Source: an optimization exercise on an open RTL-to-GDS flow (aim: small area, a short achievable clock period and few clock cycles). Production flows keep margins and buffers that such runs may drop. Where RTL was checked, it was by simulation tests only, not by an equivalence proof against the original. Function not checked in runs 4 and 5: the RTL went through the layout flow alone. No activity file was given, so power comes from the tool's default toggle rates.

<file path="flow/run.sh">
#!/bin/bash
# The standard layout, with two changes to how it is made:
#  - the port buffers are buf_4 cells instead of the resizer's default choice
#    (a slow delay buffer);
#  - repair_timing is asked for more setup slack than the period needs, so
#    that it sizes the paths for a shorter achieved period.
# The clock period and all constraints are the design's own.
bash standard.sh "BUFFER_PORTS_ARGS=-buffer_cell sky130_fd_sc_hd__buf_4" SETUP_SLACK_MARGIN=8.7 finish > standard.log 2>&1
</file>
<file path="constraint.sdc">
create_clock -name core_clock -period 12.0 [get_ports {clk}]
set_input_delay 2.4000 -clock core_clock [delete_from_list [all_inputs] [get_ports {clk}]]
set_output_delay 2.4000 -clock core_clock [all_outputs]
set_load 0.01 [all_outputs]
</file>
<file path="design.v">
module qsc_encoder (
    input  wire        clk,
    input  wire        rst,
    input  wire        cmd_valid,
    output wire        cmd_ready,
    input  wire [5:0]  cmd_width_m1,
    input  wire [5:0]  cmd_lines_m1,
    input  wire        cmd_hist_reset,
    input  wire        in_valid,
    output wire        in_ready,
    input  wire [7:0]  in_pix,
    output wire        out_valid,
    input  wire        out_ready,
    output wire [7:0]  out_data,
    output wire        done,
    output wire [14:0] nbytes
);
    integer i;
    reg adv;            
    reg in_rdy;
    reg cmd_rdy;
    reg        active;
    reg [5:0]  cur_w, cur_l;
    reg        cur_hr;
    reg [5:0]  j, ln;
    wire last_j  = (j == cur_w);
    wire last_l  = (ln == cur_l);
    wire cmd_acc = cmd_valid && cmd_rdy;
    wire take    = in_valid && in_rdy;
    wire blk_out = take && last_j && last_l;      
    assign cmd_ready = cmd_rdy;
    assign in_ready  = in_rdy;
    wire active_nx = cmd_acc || (active && !blk_out);
    always @(posedge clk) begin
        if (rst) begin
            active <= 1'b0;
            j      <= 6'd0;
            ln     <= 6'd0;
        end else begin
            active <= active_nx;
            if (cmd_acc) begin
                cur_w  <= cmd_width_m1;
                cur_l  <= cmd_lines_m1;
                cur_hr <= cmd_hist_reset;
            end
            if (take) begin
                j  <= last_j ? 6'd0 : j + 6'd1;
                if (last_j) ln <= last_l ? 6'd0 : ln + 6'd1;
            end
        end
    end
    reg        v0;
    reg [7:0]  x0;
    reg        f0_first, f0_last, f0_end, f0_hrf, f0_z;
    always @(posedge clk) begin
        if (rst)      v0 <= 1'b0;
        else if (adv) v0 <= take;
        if (adv) begin
            x0       <= in_pix;
            f0_first <= (j == 6'd0);
            f0_last  <= last_j;
            f0_end   <= last_j && last_l;
            f0_hrf   <= cur_hr && (j == 6'd0) && (ln == 6'd0);
            f0_z     <= cur_hr && (ln == 6'd0);
        end
    end
    reg [7:0]  lb [0:61];
    reg [7:0]  bn_reg, b_reg, last_pix;
    wire [5:0] wi  = ~cur_w;                    
    wire       w1  = (cur_w == 6'd0);
    wire       w2  = (cur_w == 6'd1);
    wire [7:0] tap = lb[6'd61 - {3'd0, wi[2:0]}];
    wire       sh  = v0 && adv;
    always @(posedge clk) begin
        if (sh) begin
            lb[0] <= x0;
            for (i = 1; i < 62; i = i + 1)
                lb[i] <= ((i % 8) == 0 && wi[5:3] == (i / 8)) ? x0 : lb[i-1];
            bn_reg <= w2 ? x0 : tap;
            b_reg  <= w1 ? x0 : bn_reg;
        end
    end
    wire [7:0] bz  = f0_z ? 8'd0 : b_reg;
    wire [7:0] bnz = f0_z ? 8'd0 : bn_reg;
    wire [7:0] na = x0, nb = bnz, nc = bz;
    wire [8:0] d_bc = {1'b0, nb} - {1'b0, nc};
    wire [8:0] d_ac = {1'b0, na} - {1'b0, nc};
    wire [8:0] d_ab = {1'b0, na} - {1'b0, nb};
    wire       z_bc = (nb == nc);
    wire       z_ac = (na == nc);
    wire       gab  = !d_ab[8] && !(na == nb);       
    wire       cgea = d_ac[8] || z_ac;               
    wire       cgeb = d_bc[8] || z_bc;               
    wire       clea = !d_ac[8];                      
    wire       cleb = !d_bc[8];                      
    wire [7:0] p_ab = na + nb - nc;
    reg  [7:0] npred;
    always @(*) begin
        if (cgea && cgeb)      npred = gab ? nb : na;    
        else if (clea && cleb) npred = gab ? na : nb;    
        else                   npred = p_ab;
    end
    function [1:0] qzd;
        input [8:0] d;
        input       z;
        begin
            if (z)                                                        qzd = 2'd0;
            else if (d[8:2] == 7'd0 || (d[8:2] == 7'h7f && d[1:0] != 2'd0)) qzd = 2'd1;
            else if (d[8:4] == 5'd0 || (d[8:4] == 5'h1f && d[3:0] != 4'd0)) qzd = 2'd2;
            else                                                          qzd = 2'd3;
        end
    endfunction
    wire [3:0] nctx  = {qzd(d_bc, z_bc), qzd(d_ac, z_ac)};
    wire       nflat = z_bc && z_ac;
    reg  [7:0] pred_n;
    reg  [3:0] ctx_n;
    reg        flat_n;
    always @(posedge clk) begin
        if (rst) begin
            ctx_n  <= 4'd0;
            flat_n <= 1'b1;
        end else if (sh) begin
            ctx_n  <= f0_last ? 4'd0 : nctx;
            flat_n <= f0_last || nflat;
        end
        if (sh) begin
            last_pix <= x0;
            pred_n   <= npred;
        end
    end
    wire [7:0] pred  = f0_first ? bz : pred_n;
    wire [7:0] e     = x0 - pred;
    wire [7:0] m_cur = {e[6:0] ^ {7{e[7]}}, e[7]};
    wire       match = x0 == (f0_first ? bz : last_pix);
    reg [13:0] sa [0:15];
    reg [5:0]  sn [0:15];
    reg [15:0] sv;
    reg        v1;
    reg [7:0]  m1;
    reg [3:0]  ctx1;
    reg [13:0] a1;
    reg [5:0]  n1;
    reg        flat1, match1;
    reg        f1_last, f1_end, f1_hrf;
    wire        regv;             
    wire [13:0] a_new;
    wire [5:0]  n_new;
    wire        fwd = v1 && regv && (ctx_n == ctx1);
    always @(posedge clk) begin
        if (rst)      v1 <= 1'b0;
        else if (adv) v1 <= v0;
        if (adv) begin
            m1      <= m_cur;
            ctx1    <= ctx_n;
            flat1   <= flat_n;
            match1  <= match;
            f1_last <= f0_last;
            f1_end  <= f0_end;
            f1_hrf  <= f0_hrf;
            if (f0_hrf) begin
                a1 <= 14'd4;
                n1 <= 6'd1;
            end else if (fwd) begin
                a1 <= a_new;
                n1 <= n_new;
            end else if (sv[ctx_n]) begin
                a1 <= sa[ctx_n];
                n1 <= sn[ctx_n];
            end else begin
                a1 <= 14'd4;
                n1 <= 6'd1;
            end
        end
    end
    function [2:0] jtab;
        input [4:0] r;
        begin
            case (r)
                5'd0,  5'd1,  5'd2,  5'd3:  jtab = 3'd0;
                5'd4,  5'd5,  5'd6,  5'd7:  jtab = 3'd1;
                5'd8,  5'd9,  5'd10, 5'd11: jtab = 3'd2;
                5'd12, 5'd13, 5'd14, 5'd15: jtab = 3'd3;
                5'd16, 5'd17:               jtab = 3'd4;
                5'd18, 5'd19:               jtab = 3'd5;
                5'd20, 5'd21:               jtab = 3'd6;
                default:                    jtab = 3'd7;    
            endcase
        end
    endfunction
    reg [4:0]  ri;
    reg [2:0]  jri;           
    reg [6:0]  cnt;           
    reg        run_cont;      
    wire       inrun  = run_cont || flat1;
    wire [4:0] ri_cur = f1_hrf ? 5'd0 : ri;
    wire [2:0] jr     = f1_hrf ? 3'd0 : jri;
    wire [6:0] cnt1   = cnt + 7'd1;
    wire [6:0] cmask  = ~(7'h7f << jr);         
    wire       hit    = (cnt == cmask);
    wire [4:0] ri_up  = (ri_cur == 5'd31) ? ri_cur : ri_cur + 5'd1;
    wire [4:0] ri_dn  = (ri_cur == 5'd0) ? ri_cur : ri_cur - 5'd1;
    wire       r_one  = inrun && match1 && (hit || f1_last);
    wire       r_zero = inrun && !match1;
    wire [6:0] cnt_sh = cnt << (3'd7 - jr);
    assign     regv   = !(inrun && match1);
    always @(posedge clk) begin
        if (rst) begin
            run_cont <= 1'b0;
            cnt      <= 7'd0;
        end else if (adv && v1) begin
            if (inrun && match1) begin
                if (hit) begin
                    ri  <= ri_up;
                    jri <= jtab(ri_up);
                    cnt <= 7'd0;
                end else begin
                    ri  <= ri_cur;
                    jri <= jr;
                    cnt <= f1_last ? 7'd0 : cnt1;
                end
                run_cont <= !f1_last;
            end else if (inrun) begin
                ri       <= ri_dn;
                jri      <= jtab(ri_dn);
                cnt      <= 7'd0;
                run_cont <= 1'b0;
            end else begin
                run_cont <= 1'b0;
            end
        end
    end
    wire [13:0] a_add = a1 + {6'd0, m1};
    assign a_new = (n1 == 6'd63) ? {1'b0, a_add[13:1]} : a_add;
    assign n_new = (n1 == 6'd63) ? 6'd32 : n1 + 6'd1;
    wire   s_upd = adv && v1 && regv;
    always @(posedge clk) begin
        if (adv && v0 && f0_hrf) sv <= 16'd0;
        else if (s_upd)          sv[ctx1] <= 1'b1;
        for (i = 0; i < 16; i = i + 1) begin
            if (s_upd && ctx1 == i) begin
                sa[i] <= a_new;
                sn[i] <= n_new;
            end
        end
    end
    reg [6:0] ge;
    integer kk;
    reg [13:0] ahi;
    reg        alo;
    always @(*)
        for (kk = 0; kk < 7; kk = kk + 1) begin
            ahi    = a1 >> kk;
            alo    = |(a1 & ~(14'h3fff << kk));
            ge[kk] = !((ahi[13:6] != 8'd0) || (ahi[5:0] > n1) || (ahi[5:0] == n1 && alo));
        end
    wire [7:0] koh = {~ge[6], ge[6:1] & ~ge[5:0], ge[0]};
    wire [2:0] k_cur = {|koh[7:4], |{koh[7:6], koh[3:2]}, |{koh[7], koh[5], koh[3], koh[1]}};
    reg  [4:0] qz_k  [0:7];
    reg  [5:0] len_k [0:7];
    reg  [7:0] esc_k;
    reg  [4:0] qsel;
    reg  [5:0] lsel;
    reg  [7:0] m_sh;
    reg  [7:0] mk;
    always @(*) begin
        qsel = 5'd0;
        lsel = 6'd0;
        m_sh = 8'd0;
        for (kk = 0; kk < 8; kk = kk + 1) begin
            mk         = m1 >> kk;
            esc_k[kk]  = (kk < 4) && (mk >= 8'd23);
            qz_k[kk]   = esc_k[kk] ? 5'd23 : mk[4:0];
            len_k[kk]  = esc_k[kk] ? 6'd32 : ({1'b0, mk[4:0]} + kk + 1);
            qsel       = qsel | ({5{koh[kk]}} & qz_k[kk]);
            lsel       = lsel | ({6{koh[kk]}} & len_k[kk]);
            m_sh       = m_sh | ({8{koh[kk]}} & (m1 << (8 - kk)));
        end
    end
    wire esc = |(koh & esc_k);
    wire [3:0] runl = r_one ? 4'd1 : r_zero ? ({1'b0, jr} + 4'd1) : 4'd0;
    reg        v2;
    reg [7:0]  runf2;
    reg [4:0]  rq2;           
    reg [5:0]  rqf2;          
    reg [8:0]  fld2;
    reg [3:0]  flen2;
    reg        end2;
    always @(posedge clk) begin
        if (rst)      v2 <= 1'b0;
        else if (adv) v2 <= v1;
        if (adv) begin
            runf2 <= r_one ? 8'h80 : r_zero ? {1'b0, cnt_sh} : 8'h00;
            rq2   <= {1'b0, runl} + (regv ? qsel : 5'd0);
            rqf2  <= {2'b0, runl} + (regv ? lsel : 6'd0);
            fld2  <= !regv ? 9'd0 : esc ? {1'b1, m1} : {1'b1, m_sh};
            flen2 <= !regv ? 4'd0 : esc ? 4'd9 : ({1'b0, k_cur} + 4'd1);
            end2  <= f1_end;
        end
    end
    reg [23:0] obuf;
    reg [5:0]  fill;
    reg        pend;
    reg [8:0]  pfld;
    reg [3:0]  pflen;
    reg        pend_end;
    reg        closing;
    reg        done_r;
    reg        ov;
    reg [14:0] nbc;
    wire        can_acc = (fill < 6'd16) && !pend && !closing;
    wire        take_c  = v2 && can_acc;
    wire [5:0]  pz      = fill + {1'b0, rq2};                   
    wire [6:0]  fe_t    = {1'b0, fill} + {1'b0, rqf2};
    wire [6:0]  fe_p    = {1'b0, fill} + {3'b0, pflen};
    wire        fits_t  = (fe_t <= 7'd24);
    wire        fits_p  = (fe_p <= 7'd24);
    wire [8:0]  f_src   = pend ? pfld : fld2;
    wire [5:0]  f_pos   = pend ? fill : pz;
    wire        f_fits  = pend ? fits_p : fits_t;
    wire [23:0] ins_r   = take_c ? ({runf2, 16'd0} >> fill[3:0]) : 24'd0;
    wire [23:0] ins_f   = (take_c || pend) ? ({f_src, 15'd0} >> f_pos) : 24'd0;
    wire        cmpl    = take_c ? fits_t : (pend && fits_p);    
    wire        c_end   = pend ? pend_end : end2;
    wire [5:0]  fa_t    = end2 ? {fe_t[5:3] + {2'b0, |fe_t[2:0]}, 3'd0} : fe_t[5:0];
    wire [5:0]  fa_p    = pend_end ? {fe_p[5:3] + {2'b0, |fe_p[2:0]}, 3'd0} : fe_p[5:0];
    wire [5:0]  fill_i  = take_c ? (fits_t ? fa_t : pz) :
                          pend   ? (fits_p ? fa_p : fill) : fill;
    wire [23:0] obuf_i  = obuf | ins_r | ins_f;
    wire        byte_hs = ov && out_ready;
    wire [5:0]  fill_nx = byte_hs ? {fill_i[5:3] - 3'd1, fill_i[2:0]} : fill_i;
    wire        pend_nx = take_c ? !fits_t : (pend && !fits_p);
    wire        last_b  = closing && (fill == 6'd8);
    wire        clos_nx = (last_b && byte_hs) ? 1'b0 : (cmpl && c_end) ? 1'b1 : closing;
    wire        v2_nx   = adv ? v1 : v2;
    wire        acc_0   = take_c ? (fits_t && !end2 && fe_t < 7'd16) :
                          pend   ? (fits_p && !pend_end && fe_p < 7'd16) :
                                   (fill < 6'd16 && !closing);
    wire        acc_1h  = take_c ? (fits_t && !end2 && fe_t < 7'd24) :
                          pend   ? (fits_p && !pend_end && fe_p < 7'd24) :
                                   (fill < 6'd24 && !(closing && !last_b));
    wire        acc_1   = ov ? acc_1h : acc_0;
    wire        adv_0   = !(v2_nx && !acc_0);
    wire        adv_1   = !(v2_nx && !acc_1);
    wire        adv_nx  = out_ready ? adv_1 : adv_0;
    wire        act_0   = cmd_acc || active;
    wire        act_1   = cmd_acc || (active && !(in_rdy && last_j && last_l));
    wire        act_nx  = in_valid ? act_1 : act_0;
    wire        rdy_00  = act_0 && adv_0;
    wire        rdy_01  = act_0 && adv_1;
    wire        rdy_10  = act_1 && adv_0;
    wire        rdy_11  = act_1 && adv_1;
    wire        rdy_nx  = in_valid ? (out_ready ? rdy_11 : rdy_10) : (out_ready ? rdy_01 : rdy_00);
    wire [14:0] nbc_inc = nbc + 15'd1;
    assign out_valid = ov;
    assign out_data  = obuf[23:16];
    assign done      = done_r;
    assign nbytes    = nbc;
    always @(posedge clk) begin
        if (rst) begin
            obuf    <= 24'd0;
            fill    <= 6'd0;
            pend    <= 1'b0;
            closing <= 1'b0;
            done_r  <= 1'b0;
            ov      <= 1'b0;
            nbc     <= 15'd0;
            adv     <= 1'b1;
            in_rdy  <= 1'b0;
            cmd_rdy <= 1'b1;
        end else begin
            obuf    <= byte_hs ? {obuf_i[15:0], 8'd0} : obuf_i;
            fill    <= fill_nx;
            pend    <= pend_nx;
            ov      <= (fill_nx >= 6'd8);
            done_r  <= last_b && byte_hs;
            closing <= clos_nx;
            nbc     <= done_r ? 15'd0 : byte_hs ? nbc_inc : nbc;
            adv     <= adv_nx;
            in_rdy  <= rdy_nx;
            cmd_rdy <= !act_nx;
        end
        if (take_c) begin
            pfld     <= fld2;
            pflen    <= flen2;
            pend_end <= end2;
        end
    end
endmodule
</file>
<file path="config.mk">
export PLATFORM = sky130hd
export DESIGN_NAME = qsc_encoder
export DESIGN_NICKNAME = qsc_encoder
export VERILOG_FILES = /design/flow/design.v
export SDC_FILE = /design/flow/constraint.sdc
export NUM_CORES = 4
export LEC_CHECK = 0
export ABC_AREA = 1
export CAP_MARGIN = 5
export CORE_MARGIN = 2
export CORE_UTILIZATION = 55
export CTS_BUF_LIST = sky130_fd_sc_hd__clkbuf_16
export CTS_CLUSTER_DIAMETER = 80
export CTS_CLUSTER_SIZE = 24
export SLEW_MARGIN = 5
</file>
<file path="standard.sh">
#!/bin/bash
# synth_recipe.tcl (not shown) runs the flow's synth.tcl, then flattens the netlist and writes it again
# the make line also repeats each setting of config.mk as NAME=value (left out here)
make -C /OpenROAD-flow-scripts/flow DESIGN_CONFIG=/design/flow/config.mk WORK_HOME=/design/flow/orfs CLKGATE_MAP_FILE= SYNTH_SCRIPT=/design/flow/synth_recipe.tcl "${@:-finish}"
</file>
==> results of run 1 <==
-- layout by cell type (no fill, tap or decap), types with 22 or more instances in the layout --
cell type	netlist	routed
nand2_1	1004	974
edfxtp_1	958	958
inv_1	385	383
o21ai_0	254	238
nor2_1	261	225
buf_4	12	192
nand3_1	205	190
a21oi_1	197	188
ha_1	152	127
nand4_1	107	107
xor2_1	68	67
dfxtp_1	97	65
clkbuf_16	0	57
buf_6	6	49
nor3_1	41	34
o21ai_1	21	32
o211ai_1	29	29
o22ai_1	29	27
nor2_4	5	26
nand2_2	8	26
nor2_2	8	24
ha_4	0	23
dfxtp_2	0	22
-- final cells by class --
type	instances	area [um^2]
inverters	403	1580
multi-input cells	2614	15000
flip-flops and latches	1055	30800
repair inverters	1	5.00
fillers	6680	31300
well taps	1134	1420
clock buffers	57	1430
clock inverters	37	323
repair buffers	247	2150
-- power groups by stage --
| stage | Sequential, mW | Combinational (mW) | Clock, mW |
|---|---|---|---|
| 6_report | 4.61 | 3.84 | 2.09 |
| 5_1_grt | 4.63 | 4.24 | 2.25 |
| 4_1_cts | 4.62 | 3.42 | 2.14 |
| 3_5_place_dp | 4.75 | 2.94 | 0 |
| 3_3_place_gp | 4.75 | 2.94 | 0 |
| 2_1_floorplan | 4.68 | 2.17 | 0 |
-- how the worst max path moves through the flow --
stage	to	from	cells after the start	slack (ps)
5_1_grt	rq2[4]	n1[1]	21	8420
3_3_place_gp	ov	rst	6	8020
3_5_place_dp	sa[11][4]	flat1	9	7990
4_1_cts	out_data[5]	obuf[21]	1	8450
6_report	in_ready	in_rdy	1	8480
2_1_floorplan	b_reg[0]	adv	2	3000
-- layer usage --
layer  share of wire, %  wire length [um]
met5              0.012                13
met4                1.9              2030
met3                5.3              5770
met2                 46             49600
met1                 47             51500
-- what timing repair did --
item                                    in CTS  in global routing
cloned                                       3                  1
setup buffers                               89                 53
pin swaps                                   36                 60
resized for setup                          157                129
hold buffers                                 0                  0
endpoints found under the setup margin     516                448
-- cells by family after synthesis --
logic type | after synthesis | share of synthesized area, %
DFF | 1055 | 65.6
buffers and inverters | 522 | 4.47
adders and majority gates | 168 | 4.75
xor gates and xnor gates | 90 | 1.70
AOI/OAI and AO/OA | 644 | 7.83
muxes | 4 | 0.0855
and+or+nand+nor | 1707 | 15.6
-- cell usage after synthesis, drive strengths merged (7+ instances only) --
library cell,n,area [um^2]
a211oi,18,135
a21o,8,60.1
a21oi,201,1030
a221oi,12,105
a22o,18,158
a31oi,21,131
buf,47,298
clkbuf,72,270
dfxtp,97,1940
edfxtp,958,28800
fa,16,320
ha,152,1900
inv,399,1500
nand2,1014,3840
nand3,209,1070
nand3b,9,67.6
nand4,108,682
nor2,274,1090
nor3,41,205
nor3b,7,52.6
nor4,24,156
o211ai,29,218
o21ai,281,1440
o21bai,9,67.6
o22ai,29,181
or2,15,93.8
xnor2,21,184
xor2,69,612
-- per-stage QoR --
| stage | cell area (um^2) | power (mW) | util [%] |
|---|---|---|---|
| floorplan | 46900 | 6.85 | - |
| global placement | 48600 | 7.68 | 57.9 |
| detailed placement | 48600 | 7.69 | 57.9 |
| CTS | 51700 | 10.2 | 61.6 |
| global route | 52700 | 11.1 | 62.8 |
| finish | 52700 | 10.5 | 62.8 |
==> results by group, run 1 <==
Floorplanning
  • Die outline height: 296 um
  • Placement Rows: 106
  • Floorplan die width: 296 um
  • Number of placed I/O pins: 53
  • Starting Density: 55.8%
  • Core Footprint: 84000 um^2
  • DIE AREA: 87500 um^2

Critical path
  • Critical path data arrival time: 1120 ps
  • CP Capture Type: primary output
  • Crit path buf inv count: 1
  • Critical path, cell by cell: buf_6
  • Critical Path Start Type: register
  • Worst reg2reg setup slack: 8630 ps
  • Category of the critical setup timing path: register to primary output
  • Max incr delay on CP: 360 ps
  • Req. time, crit path: 9600 ps
  • Slowest cell on crit path: dfxtp_2
  • Critical path peak fanout: 2
  • Depth of the most critical reg-to-reg path: 21
  • Crit-path leading delay family: flip-flops
  • Worst reg2reg endpoint: rqf2[4]
  • Reg-to-reg startpoint: a1[7]

Placed design
  • GPL Wtd Cong: 0.897
  • Total of buffers placed on input and output ports: 52
  • Minimum setup slack after placement: 7990 ps
  • HPWL after detailed placement: 70700 um
  • Total placed cells including tap cells: 5308

Global route
  • Global-route total usage across every layer: 24.5%
  • Most utilized layer in the global route result: met2
  • Met3 routing resource usage after global routing: 2.56%
  • Initial antenna violation count: 4
  • Overflow left after global routing: 0
  • Via count of the first global-routing pass: 28700
  • Routing usage on met2: 38.4%
  • Wire length of the first global-routing pass: 165000 um
  • Met1 Usage GRT: 37.1%
  • Maximum number of pins on one net before global-route repair: 101

Routing
  • DR iter-0 viols: 2828
  • Detail-routed net length per standard cell: 19.6 um
  • Detail Route Antenna Nets: 0
  • Via count: 30800
  • Post-route DRC violation count: 0
  • Via/cell ratio: 5.55
  • WL final: 109000 um
  • Router iterations before antenna repair: 5

Logic synthesis
  • Net count after synthesis: 4384
  • Unique cell type count in the Yosys netlist: 63
  • Yosys reg bits: 1055
  • Register area share after synthesis: 65.6%
  • Dominant synthesized flop cell: edfxtp_1
  • Post-synthesis cell count: 4190
  • Fraction of synthesis flops using an asynchronous set or reset pin: 0%
  • Warnings, synthesis: 6
  • Mean post-synth cell area: 11.2 um^2
  • Number of synthesized flops with an enable pin: 958
  • Post-synthesis cell area: 46800 um^2

Timing
  • Fin worst setup slack: 8480 ps
  • Final total negative setup slack: 0 ps
  • Worst Hold Slack: 406 ps
  • Setup skew after layout: 65.6 ps
  • Post-route minimum period: 3520 ps
  • Final Setup Violations: 0
  • Final worst path period share: 29.3%
  • Transition time at the pin with the least slew margin: 1040 ps
  • Maximum frequency from static timing analysis: 284 MHz
  • RSZ-0062 raised after global routing: true
  • Max Slew Vio Count: 0
  • Final Hold Vio Count: 0
  • Slew headroom: 30.3%

Pwr
  • Power per standard cell area: 200 nW/um^2
  • Share of power burned in the clock network: 19.8%
  • Internal power contribution: 6.79 mW
  • Reg power frac: 43.8%
  • Static Leak: 20.1 nW
  • Net Sw Frac: 35.5%
  • Net switching power figure: 3.74 mW
  • Portion of total power attributed to combinational logic: 36.5%
  • Max IR drop VDD: 0.000143 V

Finish
  • Inserted Diodes: 0
  • Layout cells sized above 1: 13.3%
  • Final net count: 4571
  • Largest registers: lb (488), sa (224), sn (96)
  • Number of flip-flops in the largest register: 488
  • Layout-stage area growth over the synthesis result: 12.6%
  • Cell Count, Final, Fillers Out: 5548
  • Most flops, register: lb

Clocking
  • CTS Root Cell: clkbuf_16
  • Clock latency on the worst-skew pair: 690 ps
  • Inserted Clock Buffers: 55
  • CTS tree: done
  • Number of sinks handled by clock tree synthesis: 1055
  • Clock-pin slew of the registers on the worst-case setup and hold paths: 90 ps
  • Clock Path Buffers: 3
  • H-tree Lvls: 2

Run
  • Max capacitance violation total: 0

Worst hold path
  • Number of cells traversed by the worst hold path: 0
  • Hold path startpoint: lb[24][2]
  • Worst min path class: register to register
  • Hold-critical path endpoint: lb[25][2]

Status
  • Outcome: finished clean
Testbench counts, summed over its fixed seeds: cycles 139,132.
==> inputs of run 2 (changes only) <==
--- a/config.mk
+++ b/config.mk
@@ -9,5 +9,5 @@
 export CAP_MARGIN = 5
 export CORE_MARGIN = 2
-export CORE_UTILIZATION = 55
+export CORE_UTILIZATION = 65
 export CTS_BUF_LIST = sky130_fd_sc_hd__clkbuf_16
 export CTS_CLUSTER_DIAMETER = 80
==> results by group, run 2 <==
Pwr
  • Static Leak: 19.7 nW (-1.7%)
  • Power per standard cell area: 196 nW/um^2 (-2.0%)
  • Max IR drop VDD: 0.000192 V (+34%)

Floorplanning
  • Placement Rows: 98 (-7.5%)
  • DIE AREA: 74200 um^2 (-15%)
  • Die outline height: 272 um (-7.9%)
  • Floorplan die width: 272 um (-7.9%)
  • Number of placed I/O pins: 53 (unchanged)
  • Starting Density: 65.6% (+9.8 points)
  • Core Footprint: 71400 um^2 (-15%)

Logic synthesis
  • Yosys reg bits: 1055 (unchanged)
  • Leading cell type by number of instances after synthesis: nand2_1
  • Warnings, synthesis: 6 (unchanged)
  • Top-area cell type share of the netlist area: 61.4% (unchanged)
  • Register area share after synthesis: 65.6% (unchanged)
  • Net count after synthesis: 4384 (unchanged)
  • Dominant synthesized flop cell: edfxtp_1
  • Area leader, netlist: edfxtp_1
  • Post-synthesis cell area: 46800 um^2 (unchanged)
  • Unique cell type count in the Yosys netlist: 63 (unchanged)
  • Mean post-synth cell area: 11.2 um^2 (unchanged)
  • Number of synthesized flops with an enable pin: 958 (unchanged)
  • Post-synthesis cell count: 4190 (unchanged)
  • Leading cell types by count after synthesis: nand2_1, edfxtp_1, inv_1, nor2_1, o21ai_0
  • Top cells by area, synth: edfxtp_1, nand2_1, dfxtp_1
  • Fraction of synthesis flops using an asynchronous set or reset pin: 0% (unchanged)

Timing
  • RSZ-0062 raised after global routing: true
  • Final total negative setup slack: 0 ps (unchanged)
  • Final worst path period share: 29.3% (-0.046 points)
  • Worst Hold Slack: 409 ps (+2.33 ps)
  • Max Slew Vio Count: 0 (unchanged)
  • Setup skew after layout: 55.2 ps (-10.4 ps)
  • Transition time at the pin with the least slew margin: 1200 ps (+156 ps)
  • Final Setup Violations: 0 (unchanged)
  • Maximum frequency from static timing analysis: 285 MHz (+0.16%)
  • Post-route minimum period: 3510 ps (-5.47 ps)
  • Final Hold Vio Count: 0 (unchanged)
  • Slew headroom: 19.7% (-11 points)

Critical path
  • Critical path, cell by cell: buf_6
  • Critical Path Start Type: register
  • CP Capture Type: primary output
  • Max incr delay on CP: 360 ps (about the same)
  • Slowest cell on crit path: dfxtp_2
  • Crit-path leading delay family: flip-flops
  • Critical path peak fanout: 2 (unchanged)
  • Critical path data arrival time: 1110 ps (about the same)
  • Category of the critical setup timing path: register to primary output
  • Crit path buf inv count: 1 (unchanged)
  • Req. time, crit path: 9600 ps (about the same)

Worst hold path
  • Worst min path class: register to register

Finish
  • Leading cell type in the layout, fill and taps excluded: nand2_1
  • Final net count: 4539 (-0.70%)
  • Number of flip-flops in the largest register: 488 (unchanged)
  • Area of the multi-input gates: 14600 um^2 (-2.6%)
  • Commonest cells after routing, fill and taps aside: nand2_1, edfxtp_1, inv_1
  • Most flops, register: lb
  • Total area of sequential cells: 30800 um^2 (about the same)
  • Layout cells sized above 1: 11.9% (-1.4 points)
  • Number of filler instances in the final layout: 5108 (-24%)
  • Largest registers: lb (488), sa (224), sn (96)
  • Layout-stage area growth over the synthesis result: 10.1%

Global route
  • Global-route total usage across every layer: 27.5% (+3.0 points)
  • Overflow left after global routing: 0 (unchanged)
  • Maximum number of pins on one net before global-route repair: 91 (-9.9%)
  • Initial antenna violation count: 2 (-2)
  • Via count of the first global-routing pass: 29100 (+1.5%)
  • Wire length of the first global-routing pass: 159000 um (-3.7%)

Routing
  • Post-route DRC violation count: 0 (unchanged)
  • WL final: 104000 um (-4.7%)
  • DR iter-0 viols: 2664 (-5.8%)
  • Router iterations before antenna repair: 6 (+1)
  • Via count: 31100 (+1.2%)
  • Detail Route Antenna Nets: 0 (unchanged)
  • Detail-routed net length per standard cell: 19.5 um (-0.76%)
  • Via/cell ratio: 5.85 (+5.3%)

Clocking
  • Number of sinks handled by clock tree synthesis: 1055 (unchanged)
  • Clock Path Buffers: 3 (unchanged)
  • Clock-pin slew of the registers on the worst-case setup and hold paths: 100 ps (about the same)
  • H-tree Lvls: 2 (unchanged)
  • Clock latency on the worst-skew pair: 660 ps (-30 ps)
  • CTS Root Cell: clkbuf_16
  • Inserted Clock Buffers: 53 (-3.6%)
  • Number of buffers added to fix hold violations after cts: 0 (unchanged)
  • CTS tree: done

Placed design
  • GPL Wtd Cong: 0.949 (+5.8%)
  • Total of buffers placed on input and output ports: 52 (unchanged)
  • HPWL after detailed placement: 66800 um (-5.5%)

Run
  • Max capacitance violation total: 0 (unchanged)

Status
  • Outcome: finished clean
run 2: cell families after synthesis:
group	count (synthesis)	share of synthesized area (%)
AOI/OAI and AO/OA	644	7.83
xor gates and xnor gates	90	1.70
adders and majority gates	168	4.75
buffers and inverters	522	4.47
DFF	1055	65.6
muxes	4	0.0855
and+or+nand+nor	1707	15.6
run 2: final timing paths:
kind	startpoint	slack, ps	depth (start not counted)	endpoint
worst max register to register	n1[3]	8520	23	rqf2[4]
worst min register to register	lb[5][4]	410	0	lb[6][4]
worst min-delay path	lb[5][4]	410	0	lb[6][4]
worst max-delay path	nbc[14]	8490	1	nbytes[14]
run 2: timing repair:
| item | 4_1_cts | 5_1_grt |
|---|---|---|
| setup buffers | 58 | 53 |
| resized for setup | 122 | 95 |
| pin swaps | 14 | 35 |
| setup endpoints to repair | 571 | 329 |
| gates cloned | 2 | 2 |
run 2: worst register-to-register path, delay by kind of cell, from the launching register on:
family	cells	cell delay, ps
fa+ha+maj	3	790
compound gates	4	310
simple gates	8	720
xor+xnor	1	140
flops	1	420
buf+inv	7	800
run 2: cell type report:
type / instances / share of cell area (%)
Antenna cell: 1 / 0.00486
Clock buffer: 53 / 2.57
Clock inverter: 34 / 0.483
Inverter: 403 / 3.08
Multi-Input combinational cell: 2614 / 28.4
Sequential cell: 1055 / 59.7
Tap cell: 950 / 2.31
Timing Repair Buffer: 215 / 3.42
Timing Repair inverter: 3 / 0.0291
run 2: routing by layer:
| layer | vias to the layer above | routed length, um | GRT usage [%] |
|---|---|---|---|
| li1 | 14900 | - | - |
| met1 | 14900 | 45000 | 39.8 |
| met2 | 1167 | 48500 | 43.7 |
| met3 | 188 | 7430 | 4.13 |
| met4 | 0 | 2870 | 8.05 |
| met5 | - | 0 | 0 |
run 2: metrics by stage:
| stage | power [mW] | cells | util [%] | area (um^2) | setup slack, ps |
|---|---|---|---|---|---|
| 2_1_floorplan | 6.85 | 4190 | - | 46900 | 3000 |
| 3_3_place_gp | 7.58 | 5125 | 67.8 | 48400 | 7930 |
| 3_5_place_dp | 7.62 | 5125 | 67.8 | 48400 | 7810 |
| 4_1_cts | 9.79 | 5272 | 71.2 | 50800 | 8460 |
| 5_1_grt | 10.6 | 5327 | 72.2 | 51500 | 8330 |
| 6_report | 10.1 | 5328 | 72.2 | 51500 | 8490 |
run 2: power by group:
part	total (mW)	leakage, nW	internal [mW]	switching (mW)
Clock	1.96	0.837	0.828	1.13
Combinational	3.52	9.17	1.25	2.27
Sequential	4.61	9.70	4.49	0.124
==> inputs of run 3 (changes only) <==
--- a/config.mk
+++ b/config.mk
@@ -14,2 +14,3 @@
 export CTS_CLUSTER_SIZE = 24
 export SLEW_MARGIN = 5
+export TNS_END_PERCENT = 10
==> results by group, run 3 <==
Status
  • Outcome: finished clean

Critical path
  • Crit path buf inv count: 1 (unchanged)
  • Category of the critical setup timing path: register to primary output
  • Slowest cell on crit path: dfxtp_1
  • Critical path peak fanout: 3 (+1)
  • Critical path, cell by cell: buf_4
  • Critical Path Start Type: register
  • CP Capture Type: primary output
  • Req. time, crit path: 9600 ps (about the same)
  • Crit-path leading delay family: flip-flops
  • Max incr delay on CP: 380 ps (+20 ps)
  • Critical path data arrival time: 1160 ps (+50 ps)

Floorplanning
  • Die outline height: 272 um (unchanged)
  • DIE AREA: 74200 um^2 (unchanged)
  • Number of placed I/O pins: 53 (unchanged)
  • Starting Density: 65.6% (unchanged)
  • Core Footprint: 71400 um^2 (unchanged)
  • Placement Rows: 98 (unchanged)
  • Floorplan die width: 272 um (unchanged)

Global route
  • Global-route total usage across every layer: 27.4% (-0.045 points)
  • Wire length of the first global-routing pass: 159000 um (+0.26%)
  • Routing usage on met2: 43.8% (+0.11 points)
  • Overflow left after global routing: 0 (unchanged)
  • Met3 routing resource usage after global routing: 3.31% (-0.82 points)
  • Met1 Usage GRT: 40.0% (+0.17 points)
  • Via count of the first global-routing pass: 29300 (+0.66%)
  • Maximum number of pins on one net before global-route repair: 220 (+140%)
  • Initial antenna violation count: 2 (unchanged)
  • Most utilized layer in the global route result: met2

Timing
  • Transition time at the pin with the least slew margin: 1260 ps (+63.0 ps)
  • Slew headroom: 16.0% (-3.8 points)
  • Worst Hold Slack: 414 ps (+4.93 ps)
  • Post-route minimum period: 3560 ps (+50.5 ps)
  • Final Hold Vio Count: 0 (unchanged)
  • Max Slew Vio Count: 0 (unchanged)
  • Maximum frequency from static timing analysis: 281 MHz (-1.4%)
  • Final worst path period share: 29.7% (+0.42 points)
  • Setup skew after layout: 49.7 ps (-5.54 ps)
  • Final Setup Violations: 0 (unchanged)
  • RSZ-0062 raised after global routing: true
  • Final total negative setup slack: 0 ps (unchanged)

Pwr
  • Internal power contribution: 6.55 mW (-0.31%)
  • Portion of total power attributed to combinational logic: 33.9% (-1.0 points)
  • Reg power frac: 46.0% (+0.3 points)
  • Max IR drop VDD: 0.000164 V (-14%)
  • Static Leak: 19.6 nW (-0.58%)
  • Net switching power figure: 3.51 mW (-0.36%)
  • Power per standard cell area: 197 nW/um^2 (+0.39%)
  • Net Sw Frac: 34.9% (about the same)
  • Share of power burned in the clock network: 20.1% (+0.7 points)
  • Total Power: 10.1 mW (-0.33%)

Worst hold path
  • Worst min path class: register to register

Finish
  • Largest registers: lb (488), sa (224), sn (96)
  • Utilization after layout: 71.7% (-0.52 points)
  • Commonest cells after routing, fill and taps aside: nand2_1, edfxtp_1, inv_1
  • Layout-stage area growth over the synthesis result: 9.27%
  • Total area of sequential cells: 30700 um^2 (-0.14%)
  • Most flops, register: lb
  • Layout cells sized above 1: 9.99% (-1.9 points)
  • Inserted Diodes: 0 (-1)
  • Final net count: 4503 (-0.79%)
  • Number of flip-flops in the largest register: 488 (unchanged)
  • Area of the multi-input gates: 14500 um^2 (-0.86%)
  • Non-Filler Cell Area, Final: 51200 um^2 (-0.72%)
  • Leading cell type in the layout, fill and taps excluded: nand2_1
  • Number of filler instances in the final layout: 5133 (+0.49%)

Logic synthesis
  • Top-area cell type share of the netlist area: 61.4% (unchanged)
  • Top cells by area, synth: edfxtp_1, nand2_1, dfxtp_1
  • Warnings, synthesis: 6 (unchanged)
  • Unique cell type count in the Yosys netlist: 63 (unchanged)
  • Register area share after synthesis: 65.6% (unchanged)
  • Post-synthesis cell area: 46800 um^2 (unchanged)
  • Yosys reg bits: 1055 (unchanged)
  • Fraction of synthesis flops using an asynchronous set or reset pin: 0% (unchanged)
  • Dominant synthesized flop cell: edfxtp_1
  • Leading cell types by count after synthesis: nand2_1, edfxtp_1, inv_1, nor2_1, o21ai_0
  • Leading cell type by number of instances after synthesis: nand2_1
  • Mean post-synth cell area: 11.2 um^2 (unchanged)
  • Post-synthesis cell count: 4190 (unchanged)
  • Number of synthesized flops with an enable pin: 958 (unchanged)
  • Net count after synthesis: 4384 (unchanged)
  • Area leader, netlist: edfxtp_1

Placed design
  • Total of buffers placed on input and output ports: 52 (unchanged)
  • Area after DPL: 48300 um^2 (-0.16%)
  • HPWL after detailed placement: 66600 um (-0.40%)
  • GPL Wtd Cong: 0.948 (about the same)

Run
  • Max capacitance violation total: 0 (unchanged)

Clocking
  • CTS Root Cell: clkbuf_16
  • Clock latency on the worst-skew pair: 670 ps (about the same)
  • Inserted Clock Buffers: 54 (+1.9%)
  • Clock-pin slew of the registers on the worst-case setup and hold paths: 100 ps (about the same)
  • Number of sinks handled by clock tree synthesis: 1055 (unchanged)
  • Number of buffers added to fix hold violations after cts: 0 (unchanged)
  • Clock Path Buffers: 3 (unchanged)
  • H-tree Lvls: 2 (unchanged)
  • CTS tree: done

Routing
  • WL final: 103000 um (-1.2%)
  • DR iter-0 viols: 3242 (+22%)
  • Detail-routed net length per standard cell: 19.3 um (-0.74%)
  • Router iterations before antenna repair: 6 (unchanged)
  • Post-route DRC violation count: 0 (unchanged)
  • Via count: 31000 (-0.56%)
  • Via/cell ratio: 5.84 (-0.13%)
  • Detail Route Antenna Nets: 0 (unchanged)
## run 3: path summary, 6_finish.rpt
check            start        end  slack (ps)  cells past startpoint
min reg2reg  lb[46][7]  lb[47][7]         410                      0
max reg2reg      n1[3]    rqf2[4]        8590                     22
min          lb[46][7]  lb[47][7]         410                      0
max             nbc[2]  nbytes[2]        8440                      1
## run 3: metal layers
layer	part of all wire (%)	up-vias
li1	-	14900
met1	44	14800
met2	46	1123
met3	7.1	204
met4	2.9	2
met5	0.013	-
## run 3: per-stage QoR
step                      worst slack [ps]  cells
after detailed placement              7460   5125
after floorplan                       3000   4190
after global placement                7520   5125
final                                 8440   5305
after global routing                  8380   5305
after CTS                             8410   5290
## run 3: kinds of logic (layout without fill, tap and decap cells)
logic type	count (synthesis)	count (layout)	share of synthesized area (%)
simple gates	1707	1707	15.6
flops	1055	1055	65.6
compound gates	644	644	7.83
buf+inv	522	687	4.47
fa+ha+maj	168	168	4.75
xor+xnor	90	90	1.70
mux	4	4	0.0855
## run 3: power by group through the flow
stage | sequential [mW] | combinational (mW) | clock (mW)
floorplan | 4.68 | 2.17 | 0
global placement | 4.74 | 2.83 | 0
detailed placement | 4.74 | 2.87 | 0
CTS | 4.63 | 3.34 | 2.06
global route | 4.64 | 3.81 | 2.17
finish | 4.62 | 3.41 | 2.02
## run 3: final cells by class
cell class / instances / area share (%)
sequential: 1055 / 60.1
multi-input combinational: 2613 / 28.3
inverter: 403 / 3.07
timing repair buffer: 181 / 2.89
clock buffer: 54 / 2.64
tap: 950 / 2.32
clock inverter: 48 / 0.665
timing repair inverter: 1 / 0.00978
## run 3: repair_timing
item / CTS / global route
gates cloned: 1 / 1
setup buffers: 62 / 14
endpoints found under the setup margin: 429 / 289
gates resized for setup: 118 / 20
pin swaps: 53 / 3
==> inputs of run 4 (changes only) <==
--- a/design.v
+++ b/design.v
@@ -17,4 +17,7 @@
 );
     integer i;
+    reg rst_r;
+    always @(posedge clk) rst_r <= rst;
+    wire rst_o = rst || rst_r;
     reg adv;            
     reg in_rdy;
@@ -33,5 +36,5 @@
     wire active_nx = cmd_acc || (active && !blk_out);
     always @(posedge clk) begin
-        if (rst) begin
+        if (rst_r) begin
             active <= 1'b0;
             j      <= 6'd0;
@@ -54,5 +57,5 @@
     reg        f0_first, f0_last, f0_end, f0_hrf, f0_z;
     always @(posedge clk) begin
-        if (rst)      v0 <= 1'b0;
+        if (rst_r)      v0 <= 1'b0;
         else if (adv) v0 <= take;
         if (adv) begin
@@ -117,5 +120,5 @@
     reg        flat_n;
     always @(posedge clk) begin
-        if (rst) begin
+        if (rst_r) begin
             ctx_n  <= 4'd0;
             flat_n <= 1'b1;
@@ -148,5 +151,5 @@
     wire        fwd = v1 && regv && (ctx_n == ctx1);
     always @(posedge clk) begin
-        if (rst)      v1 <= 1'b0;
+        if (rst_r)      v1 <= 1'b0;
         else if (adv) v1 <= v0;
         if (adv) begin
@@ -205,5 +208,5 @@
     assign     regv   = !(inrun && match1);
     always @(posedge clk) begin
-        if (rst) begin
+        if (rst_r) begin
             run_cont <= 1'b0;
             cnt      <= 7'd0;
@@ -287,5 +290,5 @@
     reg        end2;
     always @(posedge clk) begin
-        if (rst)      v2 <= 1'b0;
+        if (rst_r)      v2 <= 1'b0;
         else if (adv) v2 <= v1;
         if (adv) begin
@@ -357,24 +360,27 @@
     assign nbytes    = nbc;
     always @(posedge clk) begin
-        if (rst) begin
+        if (rst_r) begin
             obuf    <= 24'd0;
             fill    <= 6'd0;
             pend    <= 1'b0;
             closing <= 1'b0;
-            done_r  <= 1'b0;
-            ov      <= 1'b0;
             nbc     <= 15'd0;
             adv     <= 1'b1;
-            in_rdy  <= 1'b0;
-            cmd_rdy <= 1'b1;
         end else begin
             obuf    <= byte_hs ? {obuf_i[15:0], 8'd0} : obuf_i;
             fill    <= fill_nx;
             pend    <= pend_nx;
-            ov      <= (fill_nx >= 6'd8);
-            done_r  <= last_b && byte_hs;
             closing <= clos_nx;
             nbc     <= done_r ? 15'd0 : byte_hs ? nbc_inc : nbc;
             adv     <= adv_nx;
+        end
+        if (rst_o) begin
+            done_r  <= 1'b0;
+            ov      <= 1'b0;
+            in_rdy  <= 1'b0;
+            cmd_rdy <= 1'b0;
+        end else begin
+            ov      <= (fill_nx >= 6'd8);
+            done_r  <= last_b && byte_hs;
             in_rdy  <= rdy_nx;
             cmd_rdy <= !act_nx;
--- a/config.mk
+++ b/config.mk
@@ -9,8 +9,7 @@
 export CAP_MARGIN = 5
 export CORE_MARGIN = 2
-export CORE_UTILIZATION = 65
+export CORE_UTILIZATION = 40
 export CTS_BUF_LIST = sky130_fd_sc_hd__clkbuf_16
-export CTS_CLUSTER_DIAMETER = 80
-export CTS_CLUSTER_SIZE = 24
+export CTS_CLUSTER_DIAMETER = 70
+export CTS_CLUSTER_SIZE = 36
 export SLEW_MARGIN = 5
-export TNS_END_PERCENT = 10
==> results by group, run 4 <==
Status
  • Outcome: finished clean

Timing
  • Final total negative setup slack: 0 ps (unchanged)
  • Slew headroom: 24.2% (+8.2 points)
  • Final Setup Violations: 0 (unchanged)
  • Final Hold Vio Count: 0 (unchanged)
  • Post-route minimum period: 3550 ps (-14.6 ps)
  • Maximum frequency from static timing analysis: 282 MHz (+0.41%)
  • Setup skew after layout: 46.0 ps (-3.68 ps)
  • Worst Hold Slack: 402 ps (-12.1 ps)
  • Transition time at the pin with the least slew margin: 1130 ps (-127 ps)
  • RSZ-0062 raised after global routing: true
  • Final worst path period share: 29.6% (-0.12 points)
  • Fin worst setup slack: 8450 ps (+14.6 ps)
  • Max Slew Vio Count: 0 (unchanged)

Routing
  • DR iter-0 viols: 2918 (-10%)
  • Post-route DRC violation count: 0 (unchanged)
  • Via/cell ratio: 5.27 (-9.8%)
  • Detail-routed net length per standard cell: 19.2 um (-0.80%)
  • Router iterations before antenna repair: 5 (-1)
  • Detail Route Antenna Nets: 0 (unchanged)
  • Via count: 31600 (+2.0%)
  • WL final: 115000 um (+12%)

Logic synthesis
  • Post-synthesis cell area: 46900 um^2 (about the same)
  • Register area share after synthesis: 65.6% (about the same)
  • Yosys reg bits: 1056 (+0.095%)
  • Dominant synthesized flop cell: edfxtp_1
  • Top-area cell type share of the netlist area: 61.4% (about the same)
  • Warnings, synthesis: 6 (unchanged)
  • Leading cell type by number of instances after synthesis: nand2_1
  • Post-synthesis cell count: 4189 (-0.024%)
  • Mean post-synth cell area: 11.2 um^2 (+0.11%)
  • Fraction of synthesis flops using an asynchronous set or reset pin: 0% (unchanged)
  • Unique cell type count in the Yosys netlist: 67 (+6.3%)
  • Leading cell types by count after synthesis: nand2_1, edfxtp_1, inv_1, nor2_1, o21ai_0
  • Net count after synthesis: 4383 (-0.023%)
  • Area leader, netlist: edfxtp_1
  • Number of synthesized flops with an enable pin: 958 (unchanged)
  • Top cells by area, synth: edfxtp_1, nand2_1, dfxtp_1

Placed design
  • GPL Wtd Cong: 0.916 (-3.4%)
  • Minimum setup slack after placement: 8020 ps (+552 ps)
  • Total of buffers placed on input and output ports: 52 (unchanged)
  • HPWL after detailed placement: 74200 um (+12%)
  • Area after DPL: 49100 um^2 (+1.6%)

Worst hold path
  • Worst min path class: register to register
  • Hold path startpoint: lb[27][5]

Pwr
  • Static Leak: 20.3 nW (+3.7%)
  • Power per standard cell area: 159 nW/um^2 (-19%)
  • Max IR drop VDD: 0.000108 V (-34%)

Floorplanning
  • DIE AREA: 120000 um^2 (+62%)
  • Die outline height: 346 um (+27%)
  • Floorplan die width: 346 um (+27%)
  • Number of placed I/O pins: 53 (unchanged)
  • Starting Density: 40.3% (-25 points)
  • Placement Rows: 125 (+28%)
  • Core Footprint: 116000 um^2 (+63%)

Critical path
  • Crit path buf inv count: 1 (unchanged)
  • Critical path, cell by cell: buf_6
  • Reg-to-reg startpoint: n1[3]
  • Critical path peak fanout: 2 (-1)
  • Timing startpoint of the critical path: nbc[10]
  • Slowest cell on crit path: dfxtp_4
  • CP Capture Type: primary output
  • Critical Path Start Type: register
  • Category of the critical setup timing path: register to primary output
  • Crit-path leading delay family: flip-flops
  • Max incr delay on CP: 360 ps (-20 ps)
  • Critical path data arrival time: 1150 ps (about the same)
  • Req. time, crit path: 9600 ps (about the same)

Global route
  • Via count of the first global-routing pass: 29200 (-0.30%)
  • Initial antenna violation count: 2 (unchanged)
  • Overflow left after global routing: 0 (unchanged)
  • Global-route total usage across every layer: 18.5% (-8.9 points)
  • Wire length of the first global-routing pass: 173000 um (+8.3%)
  • Maximum number of pins on one net before global-route repair: 107 (-51%)

Finish
  • Utilization after layout: 46.9% (-25 points)
  • Layout cells sized above 1: 15.6% (+5.7 points)
  • Largest registers: lb (488), sa (224), sn (96)
  • Commonest cells after routing, fill and taps aside: nand2_1, edfxtp_1, inv_1
  • Most flops, register: lb
  • Layout-stage area growth over the synthesis result: 16.3%
  • Leading cell type in the layout, fill and taps excluded: nand2_1
  • Number of flip-flops in the largest register: 488 (unchanged)
  • Number of filler instances in the final layout: 10400 (+100%)
  • Inserted Diodes: 0 (unchanged)
  • Final net count: 4607 (+2.3%)
  • Non-Filler Cell Area, Final: 54500 um^2 (+6.5%)

Run
  • Max capacitance violation total: 0 (unchanged)

Clocking
  • Clock Path Buffers: 3 (unchanged)
  • CTS Root Cell: clkbuf_16
  • H-tree Lvls: 3 (+1)
  • CTS tree: done
  • Clock-pin slew of the registers on the worst-case setup and hold paths: 120 ps (+20 ps)
  • Clock latency on the worst-skew pair: 690 ps (+20 ps)
  • Inserted Clock Buffers: 72 (+33%)
  • Number of sinks handled by clock tree synthesis: 1056 (+0.095%)
## run 4: cells by family after synthesis
group | after synthesis | synth area share, %
adder cells (fa/ha/maj) | 168 | 4.74
multiplexers | 5 | 0.107
buffers and inverters | 521 | 4.40
AO/OA/AOI/OAI | 627 | 7.69
XOR/XNOR | 92 | 1.72
AND/OR/NAND/NOR | 1720 | 15.8
flip-flops | 1056 | 65.6
## run 4: path summary, 6_finish.rpt
check,slack [ps],cells past startpoint,to
max,8450,1,nbytes[10]
min,400,0,lb[28][5]
max reg2reg,8590,22,rqf2[5]
min reg2reg,400,0,lb[28][5]
## run 4: final cells by class
cell class	count	area, um^2	share of cell area (%)
repair buffers	259	2370	4.35
well taps	1524	1910	3.50
repair inverters	1	5.00	0.00918
clock buffers	75	1880	3.44
multi-input cells	2623	15100	27.6
clock inverters	59	866	1.59
inverters	400	1610	2.96
flip-flops and latches	1056	30800	56.5
## run 4: per-stage QoR
stage | cells | power [mW]
finish | 5997 | 8.68
global route | 5997 | 9.05
CTS | 5913 | 8.59
detailed placement | 5688 | 5.67
global placement | 5688 | 5.66
floorplan | 4189 | 5.27
## run 4: timing repair
action / 4_1_cts / 5_1_grt
pin swaps: 29 / 86
setup buffers: 85 / 77
cloned: 6 / 7
hold buffers: 0 / 0
resized for setup: 173 / 145
endpoints found under the setup margin: 613 / 448
## run 4: power breakdown
group | switching (mW) | internal (mW)
clock network | 1.49 | 1.32
registers | 0.0527 | 4.17
logic | 1.08 | 0.565
## run 4: layer usage
layer / wire [um] / up-vias / GRT usage (%)
met1: 52900 / 15400 / 27.2
met3: 7720 / 156 / 2.83
met5: 22 / - / 0
li1: - / 15100 / -
met2: 51900 / 933 / 28.5
met4: 2510 / 4 / 5.10
==> inputs of run 5 (changes only) <==
--- a/design.v
+++ b/design.v
@@ -17,7 +17,4 @@
 );
     integer i;
-    reg rst_r;
-    always @(posedge clk) rst_r <= rst;
-    wire rst_o = rst || rst_r;
     reg adv;            
     reg in_rdy;
@@ -29,6 +26,6 @@
     wire last_j  = (j == cur_w);
     wire last_l  = (ln == cur_l);
-    wire cmd_acc = cmd_valid && cmd_rdy;
-    wire take    = in_valid && in_rdy;
+    wire cmd_acc = cmd_valid && !active;          
+    wire take    = in_valid && active && adv;     
     wire blk_out = take && last_j && last_l;      
     assign cmd_ready = cmd_rdy;
@@ -36,5 +33,5 @@
     wire active_nx = cmd_acc || (active && !blk_out);
     always @(posedge clk) begin
-        if (rst_r) begin
+        if (rst) begin
             active <= 1'b0;
             j      <= 6'd0;
@@ -57,5 +54,5 @@
     reg        f0_first, f0_last, f0_end, f0_hrf, f0_z;
     always @(posedge clk) begin
-        if (rst_r)      v0 <= 1'b0;
+        if (rst)      v0 <= 1'b0;
         else if (adv) v0 <= take;
         if (adv) begin
@@ -120,5 +117,5 @@
     reg        flat_n;
     always @(posedge clk) begin
-        if (rst_r) begin
+        if (rst) begin
             ctx_n  <= 4'd0;
             flat_n <= 1'b1;
@@ -151,5 +148,5 @@
     wire        fwd = v1 && regv && (ctx_n == ctx1);
     always @(posedge clk) begin
-        if (rst_r)      v1 <= 1'b0;
+        if (rst)      v1 <= 1'b0;
         else if (adv) v1 <= v0;
         if (adv) begin
@@ -208,5 +205,5 @@
     assign     regv   = !(inrun && match1);
     always @(posedge clk) begin
-        if (rst_r) begin
+        if (rst) begin
             run_cont <= 1'b0;
             cnt      <= 7'd0;
@@ -290,5 +287,5 @@
     reg        end2;
     always @(posedge clk) begin
-        if (rst_r)      v2 <= 1'b0;
+        if (rst)      v2 <= 1'b0;
         else if (adv) v2 <= v1;
         if (adv) begin
@@ -310,5 +307,7 @@
     reg        done_r;
     reg        ov;
-    reg [14:0] nbc;
+    reg [14:0] nbc;           
+    reg [14:0] nb_o;          
+    reg [7:0]  od;            
     wire        can_acc = (fill < 6'd16) && !pend && !closing;
     wire        take_c  = v2 && can_acc;
@@ -330,5 +329,6 @@
                           pend   ? (fits_p ? fa_p : fill) : fill;
     wire [23:0] obuf_i  = obuf | ins_r | ins_f;
-    wire        byte_hs = ov && out_ready;
+    wire        byte_hs = (fill[5:3] != 3'd0) && out_ready;    
+    wire [23:0] obuf_nx = byte_hs ? {obuf_i[15:0], 8'd0} : obuf_i;
     wire [5:0]  fill_nx = byte_hs ? {fill_i[5:3] - 3'd1, fill_i[2:0]} : fill_i;
     wire        pend_nx = take_c ? !fits_t : (pend && !fits_p);
@@ -347,5 +347,5 @@
     wire        adv_nx  = out_ready ? adv_1 : adv_0;
     wire        act_0   = cmd_acc || active;
-    wire        act_1   = cmd_acc || (active && !(in_rdy && last_j && last_l));
+    wire        act_1   = cmd_acc || (active && !(adv && last_j && last_l));
     wire        act_nx  = in_valid ? act_1 : act_0;
     wire        rdy_00  = act_0 && adv_0;
@@ -356,31 +356,30 @@
     wire [14:0] nbc_inc = nbc + 15'd1;
     assign out_valid = ov;
-    assign out_data  = obuf[23:16];
+    assign out_data  = od;
     assign done      = done_r;
-    assign nbytes    = nbc;
+    assign nbytes    = nb_o;
     always @(posedge clk) begin
-        if (rst_r) begin
+        if (rst) begin
             obuf    <= 24'd0;
             fill    <= 6'd0;
             pend    <= 1'b0;
             closing <= 1'b0;
+            done_r  <= 1'b0;
+            ov      <= 1'b0;
             nbc     <= 15'd0;
             adv     <= 1'b1;
+            in_rdy  <= 1'b0;
+            cmd_rdy <= 1'b1;
         end else begin
-            obuf    <= byte_hs ? {obuf_i[15:0], 8'd0} : obuf_i;
+            obuf    <= obuf_nx;
             fill    <= fill_nx;
             pend    <= pend_nx;
-            closing <= clos_nx;
-            nbc     <= done_r ? 15'd0 : byte_hs ? nbc_inc : nbc;
-            adv     <= adv_nx;
-        end
-        if (rst_o) begin
-            done_r  <= 1'b0;
-            ov      <= 1'b0;
-            in_rdy  <= 1'b0;
-            cmd_rdy <= 1'b0;
-        end else begin
             ov      <= (fill_nx >= 6'd8);
             done_r  <= last_b && byte_hs;
+            closing <= clos_nx;
+            nbc     <= (last_b && byte_hs) ? 15'd0 : byte_hs ? nbc_inc : nbc;
+            if (last_b && byte_hs) nb_o <= nbc_inc;
+            if (fill_nx >= 6'd8)   od   <= obuf_nx[23:16];
+            adv     <= adv_nx;
             in_rdy  <= rdy_nx;
             cmd_rdy <= !act_nx;
--- a/config.mk
+++ b/config.mk
@@ -11,5 +11,5 @@
 export CORE_UTILIZATION = 40
 export CTS_BUF_LIST = sky130_fd_sc_hd__clkbuf_16
-export CTS_CLUSTER_DIAMETER = 70
-export CTS_CLUSTER_SIZE = 36
+export CTS_CLUSTER_DIAMETER = 80
+export CTS_CLUSTER_SIZE = 24
 export SLEW_MARGIN = 5
==> results by group, run 5 <==
Critical path
  • Worst reg2reg setup slack: 8640 ps (+50 ps)
  • Instance count on the critical path: 1 (unchanged)
  • Crit path buf inv count: 1 (unchanged)
  • CP Capture Type: primary output
  • Critical path, cell by cell: buf_6
  • Critical path data arrival time: 1270 ps (+120 ps)
  • Crit-path leading delay family: flip-flops
  • Max incr delay on CP: 400 ps (+40 ps)
  • Depth of the most critical reg-to-reg path: 18 (-18%)
  • Reg-to-reg startpoint: a1[9]
  • Critical Path Start Type: register
  • Worst reg2reg endpoint: rqf2[4]
  • Timing startpoint of the critical path: nb_o[1]
  • Critical path peak fanout: 1 (-1)
  • Worst setup path endpoint: nbytes[1]
  • Slowest cell on crit path: edfxtp_1
  • Req. time, crit path: 9600 ps (about the same)
  • Category of the critical setup timing path: register to primary output

Timing
  • Maximum frequency from static timing analysis: 273 MHz (-3.2%)
  • Final Setup Violations: 0 (unchanged)
  • RSZ-0062 raised after global routing: true
  • Final total negative setup slack: 0 ps (unchanged)
  • Max Slew Vio Count: 0 (unchanged)
  • Post-route minimum period: 3670 ps (+117 ps)
  • Setup skew after layout: 77.3 ps (+31.3 ps)
  • Worst Hold Slack: 417 ps (+15.1 ps)
  • Final Hold Vio Count: 0 (unchanged)
  • Slew headroom: 26.4% (+2.2 points)
  • Transition time at the pin with the least slew margin: 1100 ps (-33.0 ps)
  • Final worst path period share: 30.5% (+0.97 points)

Pwr
  • Max IR drop VDD: 0.000194 V (+79%)
  • Static Leak: 20.3 nW (-0.32%)
  • Power per standard cell area: 213 nW/um^2 (+34%)

Logic synthesis
  • Fraction of synthesis flops using an asynchronous set or reset pin: 0% (unchanged)
  • Mean post-synth cell area: 11.2 um^2 (+0.46%)
  • Top cells by area, synth: edfxtp_1, nand2_1, dfxtp_1
  • Net count after synthesis: 4441 (+1.3%)
  • Area leader, netlist: edfxtp_1
  • Yosys reg bits: 1078 (+2.1%)
  • Leading cell types by count after synthesis: nand2_1, edfxtp_1, inv_1, nor2_1, o21ai_0
  • Number of synthesized flops with an enable pin: 981 (+2.4%)
  • Register area share after synthesis: 65.8% (+0.21 points)
  • Dominant synthesized flop cell: edfxtp_1
  • Top-area cell type share of the netlist area: 61.7% (+0.33 points)
  • Leading cell type by number of instances after synthesis: nand2_1
  • Post-synthesis cell area: 47700 um^2 (+1.9%)
  • Warnings, synthesis: 6 (unchanged)
  • Post-synthesis cell count: 4247 (+1.4%)
  • Unique cell type count in the Yosys netlist: 59 (-12%)

Global route
  • Overflow left after global routing: 0 (unchanged)
  • Met3 routing resource usage after global routing: 1.83% (-1.0 points)
  • Global-route total usage across every layer: 17.8% (-0.75 points)
  • Met1 Usage GRT: 26.0% (-1.2 points)
  • Maximum number of pins on one net before global-route repair: 205 (+92%)
  • Wire length of the first global-routing pass: 169000 um (-1.9%)
  • Most utilized layer in the global route result: met2
  • Routing usage on met2: 28.4% (-0.15 points)
  • Via count of the first global-routing pass: 28800 (-1.2%)
  • Initial antenna violation count: 1 (-1)

Routing
  • WL final: 111000 um (-3.5%)
  • Detail Route Antenna Nets: 0 (unchanged)
  • Via/cell ratio: 5.20 (-1.4%)
  • DR iter-0 viols: 2724 (-6.6%)
  • Via count: 31100 (-1.5%)
  • Router iterations before antenna repair: 6 (+1)
  • Detail-routed net length per standard cell: 18.5 um (-3.3%)
  • Post-route DRC violation count: 0 (unchanged)

Finish
  • Most flops, register: lb
  • Commonest cells after routing, fill and taps aside: nand2_1, edfxtp_1, inv_1
  • Largest registers: lb (488), sa (224), sn (96)
  • Number of flip-flops in the largest register: 488 (unchanged)
  • Layout cells sized above 1: 12.9% (-2.8 points)
  • Layout-stage area growth over the synthesis result: 12.8%
  • Leading cell type in the layout, fill and taps excluded: nand2_1
  • Final net count: 4610 (+0.065%)

Floorplanning
  • Core Footprint: 118000 um^2 (+1.7%)
  • DIE AREA: 122000 um^2 (+1.8%)
  • Floorplan die width: 349 um (+0.91%)
  • Placement Rows: 126 (+0.80%)
  • Number of placed I/O pins: 53 (unchanged)
  • Starting Density: 40.4% (+0.042 points)
  • Die outline height: 349 um (+0.91%)

Clocking
  • Clock latency on the worst-skew pair: 720 ps (+30 ps)
  • CTS Root Cell: clkbuf_16
  • CTS tree: done
  • H-tree Lvls: 2 (-1)
  • Clock-pin slew of the registers on the worst-case setup and hold paths: 100 ps (-20 ps)
  • Clock Path Buffers: 3 (unchanged)
  • Number of sinks handled by clock tree synthesis: 1078 (+2.1%)
  • Number of buffers added to fix hold violations after cts: 0 (unchanged)
  • Inserted Clock Buffers: 57 (-21%)

Worst hold path
  • Worst min path class: register to register

Placed design
  • HPWL after detailed placement: 72100 um (-2.9%)
  • Total of buffers placed on input and output ports: 52 (unchanged)
  • GPL Wtd Cong: 0.875 (-4.5%)

Status
  • Outcome: finished clean

Run
  • Max capacitance violation total: 0 (unchanged)
[run 5: stage by stage]
step | std cells | setup WS (ps) | cell area (um^2) | utilization, % | power, mW
4_1_cts | 5934 | 8280 | 52800 | 44.7 | 11.0
5_1_grt | 5986 | 8270 | 53800 | 45.5 | 12.2
2_1_floorplan | 4247 | 2990 | 47800 | - | 7.54
6_report | 5987 | 8330 | 53800 | 45.5 | 11.5
3_5_place_dp | 5776 | 7610 | 50100 | 42.3 | 8.44
3_3_place_gp | 5776 | 7620 | 50100 | 42.3 | 8.39
[run 5: power breakdown]
group	internal [mW]	total [mW]	switching, mW
clock network	0.941	2.19	1.25
logic	1.64	4.41	2.77
registers	4.69	4.87	0.179
total	7.27	11.5	4.20
[run 5: final cells by class]
type                       count  area (um^2)
fill                       10800        64400
sequential                  1078        31400
multi-input combinational   2662        15200
tap                         1536         1920
timing repair buffer         221         1860
inverter                     395         1560
clock buffer                  58         1450
clock inverter                35          382
timing repair inverter         1         5.00
antenna                        1         2.50
[run 5: routing by layer]
layer / wire length, um / vias up
li1: - / 15200
met1: 52500 / 15200
met2: 51300 / 672
met3: 5060 / 125
met4: 2210 / 0
met5: 0 / -
[run 5: cell families after synthesis]
group / after synthesis / synth area share [%]
AND/OR/NAND/NOR: 1758 / 15.7
XOR/XNOR: 100 / 1.85
flip-flops: 1078 / 65.8
multiplexers: 2 / 0.0419
AO/OA/AOI/OAI: 633 / 7.67
buffers and inverters: 508 / 4.25
adder cells (fa/ha/maj): 168 / 4.66
[run 5: repair_timing]
| action | in CTS | in global routing |
|---|---|---|
| setup endpoints to repair | 476 | 194 |
| buffers inserted | 64 | 51 |
| pin swaps | 31 | 80 |
| hold endpoints to repair | 0 | 0 |
| gates cloned | 1 | 1 |
| gates resized for setup | 124 | 146 |
[run 5: worst min-delay path by stage]
stage / endpoint / start / depth (start not counted) / slack, ps
after floorplan: end2 / f1_end / 0 / 400
final: lb[29][4] / lb[28][4] / 0 / 420
after detailed placement: lb[11][5] / lb[10][5] / 0 / 400
after global placement: lb[43][2] / lb[42][2] / 0 / 400
after global routing: lb[29][6] / lb[28][6] / 0 / 430
after CTS: f1_end / f0_end / 0 / 420

afterwards: timing with drivers on the ports:
The results above use ideal ports. As a check the final layouts listed here were re-extracted and re-timed, cells and wires unchanged.
Step 1 (the two cells are an assumption about what drives the block):
set clk [get_ports {clk}]
set_driving_cell -lib_cell sky130_fd_sc_hd__clkbuf_16 $clk
set_driving_cell -lib_cell sky130_fd_sc_hd__buf_2 [delete_from_list [all_inputs] $clk]
Step 2 times the ports against the registers' clock, not the clock port: input delays grow and output delays shrink by t, the midpoint of the rising clock arrivals with the driver on.
a / b / c = ideal ports / drivers / drivers and shift; a / b = the first two.
run	t, ns	setup slack, ns	cell pins on the clock port's net
run 1	0.721	8.482 / 8.414 / 8.178	1
run 2	0.706	8.488 / 8.415 / 8.072	1
run 3	0.714	8.437 / 8.367 / 7.960	1
run 4	0.735	8.452 / 8.380 / 8.108	1
run 5	0.748	8.335 / 8.268 / 8.066	1
After both steps setup and hold are still met in every run listed. For run 3, which loses most, drivers alone change the setup slack by -0.070 ns; drivers and shift together by -0.477 ns.
